Background: an optimization exercise with open tools, aiming at small area, a short achievable clock period and few clock cycles per item. Do not read the settings as production practice.
Only simulation tests tie the RTL to the original design; equivalence was not proved.

Setup of rev 12:
Design kw_unwrap, start of the top module:
module kw_unwrap (
    input  wire         clk,
    input  wire         rst,
    input  wire         req_valid,
    output wire         req_ready,
    input  wire         req_kek,
    input  wire         req_long,
    input  wire [319:0] req_data,
    output wire         resp_valid,
    input  wire         resp_ready,
    output wire [255:0] resp_key,
    output wire         resp_ok
);
    localparam [63:0] IV = 64'hA6A6_A6A6_A6A6_A6A6;
    localparam [1:0] G_RUN   = 2'd0,
                     G_KEXP  = 2'd1,
                     G_KDONE = 2'd2;
    reg  [1:0]   gst;
    reg  [4:0]   u;          
    reg          kph;        
    reg  [5:0]   kidx;       
    reg          k_rot;      
    reg          k_id;       
    reg  [7:0]   k_rcon;     
    reg  [255:0] kwin;       
    reg  [255:0] klast;      
    reg  [127:0] rk0s;       
    reg  [71:0]  ks;         
    reg          sel1;       
    reg  [1:0]   sel3;       
    reg  [127:0] sa1;        
    reg  [191:0] sb1;        
    reg  [127:0] sa2;        
    reg  [191:0] sb2;        
    reg          v_q, kek_q, long_q;
    reg          rdy;        
    reg  [63:0]  x1 [0:3];
    reg  [63:0]  x2 [0:3];
    reg  [63:0]  x3 [0:3];
    reg  [63:0]  x4 [0:3];
    reg  [4:0]   tc [0:3];   
    reg  [2:0]   tag [0:3];  
    reg          lng  [0:3];
    reg          run  [0:3];   
    reg          park [0:3];   
    reg          okc  [0:3];
    reg  [2:0]   next_in;    
    reg  [2:0]   next_out;   
    reg  [127:0] sbuf0, sbuf1;
    reg  [2:0]   stag0, stag1;
    reg          sok0, sok1;
    reg          sv0, sv1;
    reg  [255:0] out_key;
    reg          out_ok, out_pend, out_valid;
    reg          out_free;   
    wire [127:0] rk14 = klast[127:0];
    wire         grun = (gst == G_RUN);
    wire         kfwd = (gst == G_KEXP);
    function [7:0] rcon_of(input [2:0] i);
        case (i)
            3'd1:    rcon_of = 8'h01;
            3'd2:    rcon_of = 8'h02;
            3'd3:    rcon_of = 8'h04;
            3'd4:    rcon_of = 8'h08;
            3'd5:    rcon_of = 8'h10;
            3'd6:    rcon_of = 8'h20;
            3'd7:    rcon_of = 8'h40;
            default: rcon_of = 8'h00;
        endcase
    endfunction
    wire [31:0] kw0 = kwin[255:224], kw3 = kwin[159:128];
  ...
export LEC_CHECK = 0
export CAP_MARGIN = 40
export CELL_PAD_IN_SITES_DETAIL_PLACEMENT = 1
export CELL_PAD_IN_SITES_GLOBAL_PLACEMENT = 2
export CORE_MARGIN = 2
export CORE_UTILIZATION = 36
export CTS_CLUSTER_DIAMETER = 80
export CTS_CLUSTER_SIZE = 22
export PLACE_DENSITY = 0.56
export SLEW_MARGIN = 40
export SYNTH_HIERARCHICAL = 1
create_clock -name core_clock -period 12.0 [get_ports {clk}]
standard.sh (not shown) runs the stock make flow with config.mk's settings and CLKGATE_MAP_FILE= SYNTH_SCRIPT=/design/flow/synth_recipe.tcl, a recipe that flattens the netlist after the stock synthesis.
==> flow/flow/run.sh <==
#!/bin/bash
set -euo pipefail
MARGIN=${MARGIN:-7.6}
bash standard.sh SETUP_SLACK_MARGIN=$MARGIN "BUFFER_PORTS_ARGS=-buffer_cell sky130_fd_sc_hd__buf_2" finish > make_finish.log 2>&1
Testbench counts of rev 12, summed over its fixed seeds: cycles 34,862, items 256.
--- input diff rev 12..rev 13 ---
Settings: CELL_PAD_IN_SITES_DETAIL_PLACEMENT changed from 1 to 0; CELL_PAD_IN_SITES_GLOBAL_PLACEMENT changed from 2 to 1.
==> flow/flow/run.sh <==
#!/bin/bash
set -euo pipefail
MARGIN=${MARGIN:-7.8}
bash standard.sh SETUP_SLACK_MARGIN=$MARGIN "BUFFER_PORTS_ARGS=-buffer_cell sky130_fd_sc_hd__buf_2" finish > make_finish.log 2>&1
==> comparison <==
Relative to rev 12, rev 13 improves maximum clock rate. Re buffering stage count on the worst path with inverters included: rev 12 and rev 13 aren't equal, and the lower value belongs to rev 13. Slowest stage cell on the critical path: sky130_fd_sc_hd__dfxtp_4 -> rev 12, sky130_fd_sc_hd__edfxtp_1 -> rev 13. Of the two values seen for capture point of the worst path, sa1[41] was produced by rev 12 and resp_ok by rev 13. Measured against each other, rev 12 and rev 13 differ in global placer's final weighted congestion, the higher figure coming from rev 13. Taking rev 12 as the reference, in rev 13 flip-flop and latch count held steady, worst hold slack held steady.

[re-timing with driven ports]
Ports are ideal in the flow. The routed layouts listed here were re-timed in OpenROAD. Step 1 (the two cells are an assumption about what drives the block):
set clk [get_ports {clk}]
set_driving_cell -lib_cell sky130_fd_sc_hd__clkbuf_16 $clk
set_driving_cell -lib_cell sky130_fd_sc_hd__buf_2 [delete_from_list [all_inputs] $clk]
Step 2 times the ports against the registers' clock, not the clock port: input delays grow and output delays shrink by t, the midpoint of the rising clock arrivals with the driver on. Slacks: no drivers / after step 1 / after step 2; pairs: no drivers / after step 1.
run | t (ns) | setup WS [ns] | hold slack, ns | clock arrival spread, ns | worst slew at a driven data input, ns
rev 12 | 1.109 | 7.516 / 7.516 / 6.817 | 0.320 / 0.320 / 0.320 | 0.145 / 0.145 | 0.10
rev 13 | 1.067 | 7.783 / 7.663 / 7.019 | 0.317 / 0.317 / 0.317 | 0.113 / 0.112 | 0.54
After both steps every run listed still meets setup and hold. The setup slack of rev 13, which loses most, moves by -0.120 ns with the drivers and by -0.764 ns with both steps.
